What follows belongs to an exercise in optimizing a design on an open flow for small area, a short achievable clock period and few clock cycles per item; a production flow would make more cautious choices. The RTL was checked by simulation tests, not by an equivalence proof against the original design.

<file path="constraint.sdc">
create_clock -name core_clock -period 56.0 [get_ports {clk}]
set_input_delay 11.2000 -clock core_clock [delete_from_list [all_inputs] [get_ports {clk}]]
set_output_delay 11.2000 -clock core_clock [all_outputs]
set_load 0.01 [all_outputs]
</file>
<file path="run.sh">
#!/bin/bash
# synth_recipe.tcl (not shown) runs the flow's synth.tcl, then flattens the netlist and writes it again
# the make line also repeats each setting of config.mk as NAME=value (left out here)
make -C /OpenROAD-flow-scripts/flow DESIGN_CONFIG=/design/flow/config.mk WORK_HOME=/design/flow/orfs CLKGATE_MAP_FILE= SYNTH_SCRIPT=/design/flow/synth_recipe.tcl finish
</file>
<file path="config.mk">
export PLATFORM = sky130hd
export DESIGN_NAME = prs_engine
export DESIGN_NICKNAME = prs_engine
export VERILOG_FILES = /design/flow/design.v
export SDC_FILE = /design/flow/constraint.sdc
export NUM_CORES = 4
export LEC_CHECK = 0
export CAP_MARGIN = 20
export CORE_MARGIN = 2
export CORE_UTILIZATION = 40
export SLEW_MARGIN = 20
</file>
<file path="design.v">
module prs_engine (
    input  wire        clk,
    input  wire        rst,           
    input  wire [2:0]  cfg_e,         
    input  wire [2:0]  cfg_dec,       
    input  wire        cfg_signed,    
    input  wire        in_valid,
    output wire        in_ready,
    input  wire [14:0] in_sample,
    output wire        out_valid,
    input  wire        out_ready,
    output wire [31:0] out_data,
    output wire        out_last
);
    reg       rst_r;
    reg [2:0] ce;
    reg [2:0] cdec;
    reg       csgn;
    always @(posedge clk) begin
        rst_r <= rst;
        ce    <= cfg_e;
        cdec  <= cfg_dec;
        csgn  <= cfg_signed;
    end
    wire [3:0] wm1 = csgn ? 4'd14 : 4'd13;
    reg        in_rdy_q;
    reg        s_v, k_v;
    reg [14:0] s_d, k_d;
    wire       tk = in_valid & in_rdy_q & ~rst;
    wire       dec_cons;
    wire       s_free = ~s_v | dec_cons;
    wire       k_v_nx = rst_r ? 1'b0 : s_free ? (k_v & tk) : (k_v | tk);
    always @(posedge clk) begin
        if (rst_r) begin
            s_v <= tk;
            s_d <= in_sample;
            k_v <= 1'b0;
        end else if (s_free) begin
            if (k_v) begin
                s_d <= k_d;
                s_v <= 1'b1;
                k_d <= in_sample;
                k_v <= tk;
            end else begin
                s_d <= in_sample;
                s_v <= tk;
            end
        end else if (tk) begin
            k_d <= in_sample;
            k_v <= 1'b1;
        end
        in_rdy_q <= rst | ~k_v_nx;
    end
    assign in_ready = in_rdy_q;
    reg  signed [20:0] acc;
    reg         [4:0]  gcnt;
    reg                gped;
    wire signed [15:0] sv = csgn ? {s_d[14], s_d[14:0]} : {2'b00, s_d[13:0]};
    wire s_ped = csgn ? (s_d == 15'h3FFF || s_d == 15'h4001) : (s_d[13:0] == 14'h3FFF);
    wire [4:0]         gmax  = (5'd1 << cdec) - 5'd1;
    wire               glast = (gcnt == gmax);
    wire signed [20:0] total = acc + {{5{sv[15]}}, sv};
    wire signed [20:0] floorv = total >>> cdec;
    wire [20:0]        mask   = (21'd1 << cdec) - 21'd1;
    wire [20:0]        rem    = total & mask;
    wire [20:0]        half   = (21'd1 << cdec) >> 1;
    wire               rnd_up = (cdec != 3'd0) &&
                                ((rem > half) || (rem == half && floorv[0]));
    wire signed [20:0] meanv  = floorv + (rnd_up ? 21'sd1 : 21'sd0);
    wire               grp_ped = gped | s_ped;
    wire [14:0]        x_new   = grp_ped ? 15'h3FFF : meanv[14:0];
    reg [14:0] ch [0:31];
    reg [4:0]  ci;           
    reg [5:0]  nold;         
    reg        blk_ped;
    reg        redo;
    reg [4:0]  rcnt;
    reg        kped;         
    wire       fe_go;
    wire       ex      = (nold != 6'd0) & fe_go;
    wire       full    = ({1'b0, ci} + nold) == 6'd32;
    wire       wr_req  = s_v & glast & ~redo;
    wire       wr      = wr_req & (~full | ex);
    assign     dec_cons = s_v & (~glast | wr);
    wire       ped_fin = blk_ped | grp_ped;
    integer p;
    always @(posedge clk) begin
        if (redo) begin
            ch[0] <= ch[31];
            for (p = 1; p < 32; p = p + 1) ch[p] <= ch[p-1];
        end else begin
            if (wr) ch[0] <= x_new;
            for (p = 1; p < 32; p = p + 1)
                if ((wr && p <= ci) || (ex && p >= ci)) ch[p] <= ch[p-1];
        end
    end
    always @(posedge clk) begin
        if (rst_r) begin
            acc     <= 21'sd0;
            gcnt    <= 5'd0;
            gped    <= 1'b0;
            ci      <= 5'd0;
            nold    <= 6'd0;
            blk_ped <= 1'b0;
            redo    <= 1'b0;
            rcnt    <= 5'd0;
            kped    <= 1'b0;
        end else begin
            if (dec_cons) begin
                if (glast) begin
                    acc  <= 21'sd0;
                    gcnt <= 5'd0;
                    gped <= 1'b0;
                end else begin
                    acc  <= total;
                    gcnt <= gcnt + 5'd1;
                    gped <= grp_ped;
                end
            end
            if (wr) begin
                if (ci == 5'd31) begin
                    ci      <= 5'd0;
                    blk_ped <= 1'b0;
                    kped    <= ped_fin;
                    if (ped_fin) begin
                        redo <= 1'b1;
                        rcnt <= 5'd0;
                        nold <= 6'd0;
                    end else begin
                        nold <= 6'd32;
                    end
                end else begin
                    ci      <= ci + 5'd1;
                    blk_ped <= ped_fin;
                    nold    <= nold - {5'd0, ex};
                end
            end else begin
                nold <= nold - {5'd0, ex};
            end
            if (redo) begin
                rcnt <= rcnt + 5'd1;
                if (rcnt == 5'd31) begin
                    redo <= 1'b0;
                    nold <= 6'd32;
                end
            end
        end
    end
    reg        p1_v;
    reg [4:0]  p1_n;
    reg        p1_ped;
    reg [4:0]  ph1, ph2;
    reg signed [4:0] pd1, pd2;
    wire [4:0] p_xm;
    wire signed [4:0]  p_d;
    wire signed [17:0] p_rs;
    wire signed [4:0]  p_dr;
    wire [2:0] p_sc = p1_ped ? 3'd0 : ce;
    wire       p_init = (p1_n < 5'd2);
    prs_q12 u_pq (
        .x(ch[0]), .x1(ch[1]), .x0(ch[2]), .h1(ph1), .h2(ph2),
        .d1(pd1), .d0(pd2), .sc(p_sc), .sgn(csgn),
        .xm(p_xm), .d(p_d), .rs(p_rs), .dr(p_dr)
    );
    reg               r1p_v, r1p_first, r1p_last, r1p_rd;
    reg [2:0]         r1p_sc;
    reg signed [17:0] r1p_rs;
    reg signed [4:0]  r1p_dr;
    always @(posedge clk) begin
        if (rst_r) begin
            p1_v  <= 1'b0;
            r1p_v <= 1'b0;
        end else begin
            p1_v  <= wr | redo;
            r1p_v <= p1_v & ~p_init;
        end
        p1_n   <= redo ? rcnt : ci;
        p1_ped <= redo;
        if (p1_v) begin
            ph1 <= p_xm;
            ph2 <= ph1;
            pd1 <= p_init ? 5'sd0 : p_d;
            pd2 <= pd1;
        end
        r1p_first <= (p1_n == 5'd2);
        r1p_last  <= (p1_n == 5'd31);
        r1p_sc    <= p_sc;
        r1p_rd    <= p1_ped;
        r1p_rs    <= p_rs;
        r1p_dr    <= p_dr;
    end
    wire [16:0] p_u;
    prs_q3 u_pq3 (.rs(r1p_rs), .dr(r1p_dr), .sc(r1p_sc), .u(p_u));
    reg        r2p_v, r2p_first, r2p_last, r2p_rd;
    reg [16:0] r2p_u;
    always @(posedge clk) begin
        if (rst_r) r2p_v <= 1'b0;
        else       r2p_v <= r1p_v;
        r2p_first <= r1p_first;
        r2p_last  <= r1p_last;
        r2p_rd    <= r1p_rd;
        r2p_u     <= p_u;
    end
    reg [4:0] dl [0:16];
    integer j;
    reg [5:0] addj;
    reg       bigj;
    reg [5:0] sumj;
    always @(posedge clk) begin
        if (r2p_v) begin
            for (j = 0; j < 17; j = j + 1) begin
                bigj = (j + 6 <= 16) ? ((r2p_u >> (j + 6)) != 17'd0) : 1'b0;
                addj = ((r2p_u >> (j + 1)) & 17'h1F) + ((r2p_u >> j) & 17'h1);
                sumj = (r2p_first ? 6'd0 : {1'b0, dl[j]}) + addj;
                dl[j] <= (bigj || sumj >= 6'd31) ? 5'd31 : sumj[4:0];
            end
        end
    end
    reg k_go;
    always @(posedge clk) begin
        if (rst_r) k_go <= 1'b0;
        else       k_go <= r2p_v & r2p_last & (r2p_rd == kped);
    end
    reg [3:0] kstar;
    reg [9:0] ssum;
    integer kk;
    always @(*) begin
        kstar = 4'd14;
        for (kk = 13; kk >= 0; kk = kk - 1)
            if (dl[kk] != 5'd31) kstar = kk[3:0];
        ssum = 10'd0;
        for (kk = 0; kk < 17; kk = kk + 1)
            if (kk >= kstar) ssum = ssum + {5'd0, dl[kk]};
    end
    wire [10:0] bitsk  = {1'b0, ssum} + 11'd30 * ({7'd0, kstar} + 11'd1);
    wire [10:0] lim    = csgn ? 11'd450 : 11'd420;
    wire        escape = bitsk > lim;
    wire [15:0] len_nc = ({5'd0, bitsk} + (csgn ? 16'd30 : 16'd28) + 16'd7) >> 3;
    wire [15:0] len_k  = escape ? (csgn ? 16'd60 : 16'd56) : len_nc;
    wire [3:0]  k_k    = escape ? 4'd15 : kstar;
    reg        cq_v;
    reg [31:0] cq_w;
    reg [3:0]  cq_k;
    wire       emit_ctrl;
    always @(posedge clk) begin
        if (rst_r) cq_v <= 1'b0;
        else if (k_go) cq_v <= 1'b1;
        else if (emit_ctrl) cq_v <= 1'b0;
        if (k_go) begin
            cq_k <= k_k;
            cq_w <= {k_k, kped ? 3'd0 : ce, kped, 1'b0, cdec, wm1, len_k};
        end
    end
    reg [4:0]  fj;
    reg [14:0] fx1, fx2;
    reg [4:0]  fh1, fh2;
    reg signed [4:0] fd1, fd2;
    wire [4:0] f_xm;
    wire signed [4:0]  f_d;
    wire signed [17:0] f_rs;
    wire signed [4:0]  f_dr;
    wire [2:0] f_sc = kped ? 3'd0 : ce;
    wire       f_init = (fj < 5'd2);
    prs_q12 u_fq (
        .x(ch[31]), .x1(fx1), .x0(fx2), .h1(fh1), .h2(fh2),
        .d1(fd1), .d0(fd2), .sc(f_sc), .sgn(csgn),
        .xm(f_xm), .d(f_d), .rs(f_rs), .dr(f_dr)
    );
    reg               r1_v, r1_first, r1_last, r1_raw;
    reg [2:0]         r1_sc;
    reg signed [17:0] r1_rs;
    reg signed [4:0]  r1_dr;
    reg               r2_v, r2_first, r2_last, r2_raw;
    reg [16:0]        r2_u;
    wire [16:0]       f_u;
    prs_q3 u_fq3 (.rs(r1_rs), .dr(r1_dr), .sc(r1_sc), .u(f_u));
    always @(posedge clk) begin
        if (rst_r) begin
            fj   <= 5'd0;
            r1_v <= 1'b0;
            r2_v <= 1'b0;
        end else if (fe_go) begin
            r1_v <= ex;
            r2_v <= r1_v;
            if (ex) fj <= fj + 5'd1;
        end
        if (fe_go) begin
            r1_first <= (fj == 5'd0);
            r1_last  <= (fj == 5'd31);
            r1_raw   <= f_init;
            r1_sc    <= f_sc;
            r1_rs    <= f_rs;
            r1_dr    <= f_dr;
            r2_first <= r1_first;
            r2_last  <= r1_last;
            r2_raw   <= r1_raw;
            r2_u     <= f_u;
        end
        if (ex) begin
            fx1 <= ch[31];
            fx2 <= fx1;
            fh1 <= f_xm;
            fh2 <= fh1;
            fd1 <= f_init ? 5'sd0 : f_d;
            fd2 <= fd1;
        end
    end
    wire [14:0] r2_x = r1_v ? fx2 : fx1;
    reg [47:0] pa;           
    reg [5:0]  pf;           
    reg [1:0]  mark;         
    reg        inblk;        
    reg        hdr;          
    reg [3:0]  kpk;
    reg        lfl;          
    reg [8:0]  lrem;
    reg        o_v, o_l;
    reg [31:0] o_d;
    wire       o_free = ~o_v;
    wire emit_body = o_free & ((mark == 2'd1) | ((pf >= 6'd32) & ((mark == 2'd2) | hdr)));
    assign emit_ctrl = o_free & ~emit_body & ~hdr & inblk & (mark == 2'd0) & cq_v;
    wire [47:0] pa_e   = emit_body ? {pa[15:0], 32'd0} : pa;
    wire [5:0]  pf_e   = emit_body ? ((pf >= 6'd32) ? pf - 6'd32 : 6'd0) : pf;
    wire [1:0]  mark_e = (emit_body && mark != 2'd0) ? mark - 2'd1 : mark;
    wire [3:0]  kuse  = hdr ? kpk : cq_k;
    wire        k_ok  = r2_raw | hdr | (cq_v & inblk);
    wire        raw   = r2_raw | (kuse == 4'd15);
    wire [16:0] ush   = r2_u >> kuse;
    wire [8:0]  mfull = lfl ? lrem : ush[8:0];
    wire [9:0]  clen  = {1'b0, mfull} + {6'd0, kuse} + 10'd1;
    wire        cfit1 = (clen <= 10'd16);
    wire [4:0]  nones = raw ? 5'd0 : cfit1 ? mfull[4:0] : ((mfull >= 9'd16) ? 5'd16 : mfull[4:0]);
    wire [4:0]  vlen  = raw ? {1'b0, wm1} + 5'd1 : cfit1 ? {1'b0, kuse} + 5'd1 : 5'd0;
    wire [5:0]  plen  = {1'b0, nones} + {1'b0, vlen};
    wire [14:0] vraw  = csgn ? r2_x : {1'b0, r2_x[13:0]};
    wire [14:0] vcode = r2_u[14:0] & ((15'd1 << kuse) - 15'd1);
    wire [14:0] vval  = raw ? vraw : (cfit1 ? vcode : 15'd0);
    wire [5:0]  ppos  = r2_first ? ((pf_e == 6'd0) ? 6'd0 : 6'd32) : pf_e;
    wire [6:0]  pend  = {1'b0, ppos} + {1'b0, plen};
    wire        fit   = r2_first ? (pf_e <= 6'd32) : (pend <= 7'd48);
    wire        place = r2_v & k_ok & fit;
    wire        done  = place & (raw | cfit1);
    assign fe_go = ~r2_v | done;
    wire [47:0] ones48 = {48{1'b1}};
    wire [47:0] tpos   = ~(ones48 >> ppos);
    wire [47:0] tend   = ~(ones48 >> (ppos + {1'b0, nones}));
    wire [47:0] omask  = tend & ~tpos;
    wire [5:0]  vsh    = 6'd48 - pend[5:0];
    wire [47:0] vplace = {33'd0, vval} << vsh;
    wire [47:0] pa_n   = pa_e | omask | vplace;
    always @(posedge clk) begin
        if (rst_r) begin
            pa    <= 48'd0;
            pf    <= 6'd0;
            mark  <= 2'd0;
            inblk <= 1'b0;
            hdr   <= 1'b1;
            lfl   <= 1'b0;
        end else begin
            if (place) begin
                pa <= pa_n;
                pf <= pend[5:0];
            end else begin
                pa <= pa_e;
                pf <= pf_e;
            end
            mark <= mark_e;
            if (emit_ctrl) begin
                hdr <= 1'b1;
                kpk <= cq_k;
            end
            if (place && r2_first) begin
                inblk <= 1'b1;
                hdr   <= 1'b0;
            end
            if (done && r2_last) begin
                inblk <= 1'b0;
                mark  <= (pend <= 7'd32) ? 2'd1 : 2'd2;
            end
            if (place) begin
                lfl  <= ~done;
                lrem <= mfull - {4'd0, nones};
            end
        end
    end
    wire [31:0] bword = {pa[23:16], pa[31:24], pa[39:32], pa[47:40]};
    always @(posedge clk) begin
        if (rst | rst_r) o_v <= 1'b0;
        else if (o_v)    o_v <= ~out_ready;
        else             o_v <= emit_body | emit_ctrl;
        if (emit_body) begin
            o_d <= bword;
            o_l <= (mark == 2'd1);
        end else if (emit_ctrl) begin
            o_d <= cq_w;
            o_l <= 1'b0;
        end
    end
    assign out_valid = o_v;
    assign out_data  = o_d;
    assign out_last  = o_l;
endmodule
module prs_q12 (
    input  wire [14:0]        x,
    input  wire [14:0]        x1,
    input  wire [14:0]        x0,
    input  wire [4:0]         h1,      
    input  wire [4:0]         h2,      
    input  wire signed [4:0]  d1,      
    input  wire signed [4:0]  d0,      
    input  wire [2:0]         sc,      
    input  wire               sgn,
    output reg  [4:0]         xm,      
    output wire signed [4:0]  d,
    output wire signed [17:0] rs,
    output wire signed [4:0]  dr
);
    function [4:0] stepf(input [2:0] c);
        case (c)
            3'd0: stepf = 5'd1;
            3'd1: stepf = 5'd3;
            3'd2: stepf = 5'd5;
            3'd3: stepf = 5'd9;
            default: stepf = 5'd17;
        endcase
    endfunction
    function [3:0] ef(input [2:0] c);
        case (c)
            3'd0: ef = 4'd0;
            3'd1: ef = 4'd1;
            3'd2: ef = 4'd2;
            3'd3: ef = 4'd4;
            default: ef = 4'd8;
        endcase
    endfunction
    function [4:0] smod(input signed [7:0] v, input [2:0] c);
        reg [7:0] t;
        begin
            case (c)
                3'd0: smod = 5'd0;
                3'd1: begin t = v + 8'sd51; smod = t % 8'd3;  end
                3'd2: begin t = v + 8'sd50; smod = t % 8'd5;  end
                3'd3: begin t = v + 8'sd54; smod = t % 8'd9;  end
                default: begin t = v + 8'sd51; smod = t % 8'd17; end
            endcase
        end
    endfunction
    function signed [4:0] cmod(input [4:0] r, input [2:0] c);
        cmod = (r > {1'b0, ef(c)}) ? $signed(r - stepf(c)) : $signed(r);
    endfunction
    wire [4:0] step = stepf(sc);
    wire [3:0] e    = ef(sc);
    wire signed [17:0] hi = (sc == 3'd0) ? 18'sd16383 : 18'sd16382;
    wire signed [17:0] lo = sgn ? -hi : 18'sd0;
    wire [4:0] hm = (sc == 3'd4) ? 5'd11 : (sc == 3'd0) ? 5'd0 : 5'd2;       
    wire [4:0] lm = sgn ? ((sc == 3'd0) ? 5'd0 : step - hm) : 5'd0;           
    wire [13:0] l14 = x[13:0];
    wire [8:0]  f1  = {1'b0, l14[7:0]} + {3'd0, l14[13:8]};
    wire [8:0]  f2  = {1'b0, f1[7:0]} + {8'd0, f1[8]};
    wire [7:0]  g1  = {2'd0, l14[5:0]} + {2'd0, l14[11:6]} + {6'd0, l14[13:12]};
    reg  [4:0]  mu, cs;
    always @(*) begin
        case (sc)
            3'd1: begin mu = f2 % 9'd3;  cs = 5'd1;  end
            3'd2: begin mu = f2 % 9'd5;  cs = 5'd4;  end
            3'd3: begin mu = g1 % 8'd9;  cs = 5'd4;  end
            3'd4: begin mu = f2 % 9'd17; cs = 5'd13; end
            default: begin mu = 5'd0; cs = 5'd0; end
        endcase
        if (x[14] && sc != 3'd0)
            xm = (mu >= cs) ? mu - cs : mu + step - cs;
        else
            xm = mu;
    end
    wire signed [17:0] xs  = {{3{x[14]}},  x};
    wire signed [17:0] x1s = {{3{x1[14]}}, x1};
    wire signed [17:0] x0s = {{3{x0[14]}}, x0};
    wire signed [17:0] P   = (x1s <<< 1) - x0s;
    wire signed [17:0] A   = xs - P;
    wire signed [6:0]  dl  = ({{2{d1[4]}}, d1} <<< 1) - {{2{d0[4]}}, d0};
    wire signed [17:0] praw = P + {{11{dl[6]}}, dl};
    wire caseA = praw < lo;
    wire caseB = praw > hi;
    wire signed [7:0]  am_v = $signed({3'd0, xm}) - $signed({2'd0, h1, 1'b0}) + $signed({3'd0, h2});
    wire [4:0]         am   = smod(am_v, sc);
    wire signed [4:0]  dC   = cmod(smod({dl[6], dl} - $signed({3'd0, am}), sc), sc);
    wire signed [4:0]  dA   = cmod(smod($signed({3'd0, lm}) - $signed({3'd0, xm}), sc), sc);
    wire signed [4:0]  dB   = cmod(smod($signed({3'd0, hm}) - $signed({3'd0, xm}), sc), sc);
    assign dr = caseA ? dA : caseB ? dB : dC;
    wire signed [17:0] tx = hi - xs;
    wire signed [17:0] bx = xs - lo;
    wire signed [5:0]  txs = (tx > 18'sd15) ? 6'sd15 : (tx < -18'sd16) ? -6'sd16 : tx[5:0];
    wire signed [5:0]  bxs = (bx > 18'sd15) ? 6'sd15 : (bx < -18'sd16) ? -6'sd16 : bx[5:0];
    wire signed [5:0]  dr6 = {dr[4], dr};
    wire signed [5:0]  d6  = (dr6 > txs) ? txs : (dr6 < -bxs) ? -bxs : dr6;
    assign d = d6[4:0];
    assign rs = caseA ? xs - lo : caseB ? xs - hi : A - {{11{dl[6]}}, dl};
endmodule
module prs_q3 (
    input  wire signed [17:0] rs,
    input  wire signed [4:0]  dr,
    input  wire [2:0]         sc,
    output wire [16:0]        u
);
    wire signed [17:0] y = rs + {{13{dr[4]}}, dr};
    reg [16:0] q;
    reg        b;
    reg        qs;
    reg [1:0]  t;
    integer k;
    always @(*) begin
        b = 1'b0;
        q = 17'd0;
        for (k = 0; k < 17; k = k + 1) begin
            case (sc)
                3'd1: qs = (k >= 1) ? q[(k >= 1) ? k - 1 : 0] : 1'b0;
                3'd2: qs = (k >= 2) ? q[(k >= 2) ? k - 2 : 0] : 1'b0;
                3'd3: qs = (k >= 3) ? q[(k >= 3) ? k - 3 : 0] : 1'b0;
                3'd4: qs = (k >= 4) ? q[(k >= 4) ? k - 4 : 0] : 1'b0;
                default: qs = 1'b0;
            endcase
            t    = {1'b0, y[k]} - {1'b0, qs} - {1'b0, b};
            q[k] = t[0];
            b    = t[1];
        end
    end
    wire [17:0] q2 = {q, 1'b0};
    assign u = q2[16:0] ^ {17{q[16]}};
endmodule
</file>
==> summary.txt <==
-- synthesized netlist by cell type, drive strengths merged (29+ instances only) --
| cell type | count |
|---|---|
| a2111oi | 29 |
| a211oi | 119 |
| a21boi | 35 |
| a21o | 242 |
| a21oi | 862 |
| a31oi | 140 |
| and2 | 102 |
| and3 | 94 |
| buf | 36 |
| clkbuf | 281 |
| dfxtp | 182 |
| edfxtp | 782 |
| fa | 181 |
| ha | 913 |
| inv | 685 |
| mux2 | 87 |
| mux2i | 246 |
| nand2 | 895 |
| nand2b | 181 |
| nand3 | 248 |
| nand4 | 64 |
| nor2 | 857 |
| nor2b | 221 |
| nor3 | 222 |
| nor3b | 41 |
| nor4 | 68 |
| o211ai | 73 |
| o21a | 85 |
| o21ai | 576 |
| o21bai | 100 |
| o22ai | 95 |
| o31ai | 51 |
| or2 | 85 |
| or3 | 68 |
| xnor2 | 596 |
| xor2 | 335 |
-- worst max-delay path, delay by kind of cell, from the launching register on --
kind	cells	cell delay [ps]
flops	1	770
mux	8	2220
simple gates	43	8110
xor+xnor	15	4250
fa+ha+maj	38	12290
compound gates	73	16980
buf+inv	16	1660
-- per-layer routing --
metal | vias up | wire, um | track usage, %
met5 | - | 0 | 0
met4 | 0 | 6319 | 5.551
met3 | 333 | 10020 | 1.630
met2 | 1769 | 121200 | 36.20
met1 | 37140 | 114800 | 27.99
li1 | 37800 | - | -
-- kinds of logic (layout without fill, tap and decap cells) --
kind of cell,count (synthesis),after routing
buffers and inverters,1012,1083
DFF,964,964
xor gates and xnor gates,936,936
AOI/OAI and AO/OA,2823,2823
muxes,336,336
adders and majority gates,1105,1105
other,1,10
and+or+nand+nor,3259,3259
-- sequential cells by signal (all words and copies together) (netlist names), 15 cells and up --
register,flops
ch,480
dl,85
pa,48
o_d,32
acc,21
cq_w,19
r1_rs,17
r1p_rs,17
r2_u,17
r2p_u,17
fx1,15
fx2,15
k_d,15
s_d,15
-- path summary, 6_finish.rpt --
path                        from              endpoint  slack, ps  depth (start not counted)
max          ch[31][8]$_DFFE_PP_  fd1[1]$_SDFFCE_PP0P_       9320                        193
min               r1p_rd$_DFF_P_        r2p_rd$_DFF_P_        340                          0
max reg2reg  ch[31][8]$_DFFE_PP_  fd1[1]$_SDFFCE_PP0P_       9320                        193
min reg2reg       r1p_rd$_DFF_P_        r2p_rd$_DFF_P_        340                          0
-- per-stage QoR --
| step | utilization [%] | std cells | worst slack [ps] |
|---|---|---|---|
| after global placement | 42.01 | 13340 | 11400 |
| after floorplan | - | 10440 | 15970 |
| final | 43.65 | 13540 | 9316 |
| after detailed placement | 42.01 | 13340 | 9920 |
| after global routing | 43.65 | 13540 | 5370 |
| after CTS | 43.64 | 13540 | 9674 |
-- final cells by class --
cell class	count	area, um^2	area share (%)
Multi-Input combinational cell	8468	61230	61.19
Sequential cell	964	27140	27.12
Tap cell	3026	3786	3.783
Clock buffer	129	2769	2.767
Inverter	695	2610	2.608
Timing Repair Buffer	191	1584	1.583
Clock inverter	68	952.2	0.9515
Antenna cell	1	2.502	0.002501
==> flow_metrics.env <==
export IMPL_routabilityCongestion=0.9261
export IMPL_holdWs_ps=337.1
export IMPL_fin_setup_tns_ps=0
export IMPL_yosysSeqAreaShare_pct=29.49
export IMPL_post_cts_buffers=0
export IMPL_cts_max_level=3
export IMPL_synth_cell_area_um2=91990
export IMPL_vias_per_cell=5.689
export IMPL_ys_seq_elements=964
export IMPL_startpoint_type="flop"
export IMPL_clk_latency_ps=800
export IMPL_status="no timing/DRC/antenna violations"
export IMPL_synth_distinct_cells=124
export IMPL_cap_viol_max_count=0
export IMPL_critPathKind="flop to flop"
export IMPL_place_area_um2=96310
export IMPL_synth_edf_count=782
export IMPL_min_path_type="flop to flop"
export IMPL_synthMuxAreaShare_pct=3.833
export IMPL_final_cell_mix="ha_1, nand2_1, a21oi_1, nor2_1, edfxtp_1"
export IMPL_dr_pass1_iters=5
export IMPL_root_buffer="clkbuf_16"
export IMPL_grt_pass1_wl_um=404900
export IMPL_worstMarginPinSlew_ps=1164
export IMPL_grt_start_max_net_pins=71
export IMPL_grt_total_usage_pct=20.91
export IMPL_required_ps=56450
export IMPL_finalHoldViolCount=0
export IMPL_clk_pin_slew_ps=70
export IMPL_synthCells=10440
export IMPL_crit_slowest_cell="fa_1"
export IMPL_async_reset_ff_share_pct=0
export IMPL_die_area_um2=233800
export IMPL_final_common_cell="ha_1"
export IMPL_ios=61
export IMPL_place_port_buffers=60
export IMPL_final_area_um2=100100
export IMPL_path_max_fanout=18
export IMPL_fin_crit_ps=46680
export IMPL_min_period_over_period_pct=83.36
export IMPL_wire_per_inst_um=18.63
export IMPL_overflow=0
export IMPL_ant_nets=0
export IMPL_antenna_found_initial=8
export IMPL_grt_pass1_vias=75190
export IMPL_ys_warnings_count=7
export IMPL_arrival_ps=47140
export IMPL_synth_fa_ha_area_share_pct=16.48
export IMPL_synthTopCellsByArea="edfxtp_1, ha_1, xnor2_1"
export IMPL_clock_skew_ps=102.6
export IMPL_slew_violations=0
export IMPL_timing_slew_headroom_pct=22.26
export IMPL_clock_fmax_mhz=21.42
export IMPL_core_area_um2=229200
export IMPL_drt_iter0_markers=5668
export IMPL_layout_nets=11540
export IMPL_rows=176
export IMPL_clockBufferDepth=3
export IMPL_synth_compound_area_share_pct=19.86
export IMPL_cts_num_sinks=964
export IMPL_postCtsHoldBufs=0
export IMPL_synth_xor_area_share_pct=8.995
export IMPL_rsz0062_at_grt="false"
export IMPL_drive_gt1_share_pct=5.659
export IMPL_initial_core_util_pct=40.13
export IMPL_cts_resized=0
export IMPL_crit_path_frequent_cell="ha_1"
export IMPL_synthSimpleGateAreaFrac_pct=17.17
export IMPL_die_h_um=483.5
export IMPL_setup_worst_path_end_class="flop"
export IMPL_critPathMaxStageDelay_ps=1010
export IMPL_cts_tree="built"
export IMPL_cts_made_buffers=104
export IMPL_synth_top_family_by_area="compound AO/OA/AOI/OAI gates"
export IMPL_synth_top_cell_by_area="edfxtp_1"
export IMPL_fill_cells=22000
export IMPL_synth_avg_cell_area_um2=8.814
export IMPL_die_w_um=483.5
export IMPL_drc=0
export IMPL_area_delta_synth_final_pct=8.792
export IMPL_dp_hpwl_um=195300
export IMPL_synth_main_ff_cell="edfxtp_1"
export IMPL_num_vias=77040
export IMPL_finalWirelength_um=252300
export IMPL_setup_viol=0
export IMPL_yosysTopAreaCellShare_pct=25.53
Testbench counts, summed over its fixed seeds: cycles 23,907, blocks 384.

re-timing with driven ports:
The results above use ideal ports. As a check the final layout listed here was re-extracted and re-timed, cells and wires unchanged. Step 1: set_driving_cell puts a clkbuf_16 on clk and a buf_2 on each other input, an assumption about the parent block. Step 2 adds t to the input delays and takes it off the output delays; t is the mean of the earliest and latest rising clock arrival at the registers after step 1. Input paths then give back, and output paths get back, about the clock's delay inside the block. Slacks: ideal ports / drivers / drivers and shift; pairs: ideal ports / drivers.
t, ns: 0.825
setup slack, ns: 9.316 / 9.316 / 9.316
worst register clock-pin slew, ns: 0.07 / 0.07
worst data-port slew with drivers (ns): 0.21
pins driven straight from the clock port: 1
After both steps this run still meets setup and hold. For this run, drivers alone change the setup slack by 0.000 ns; drivers and shift together by 0.000 ns.
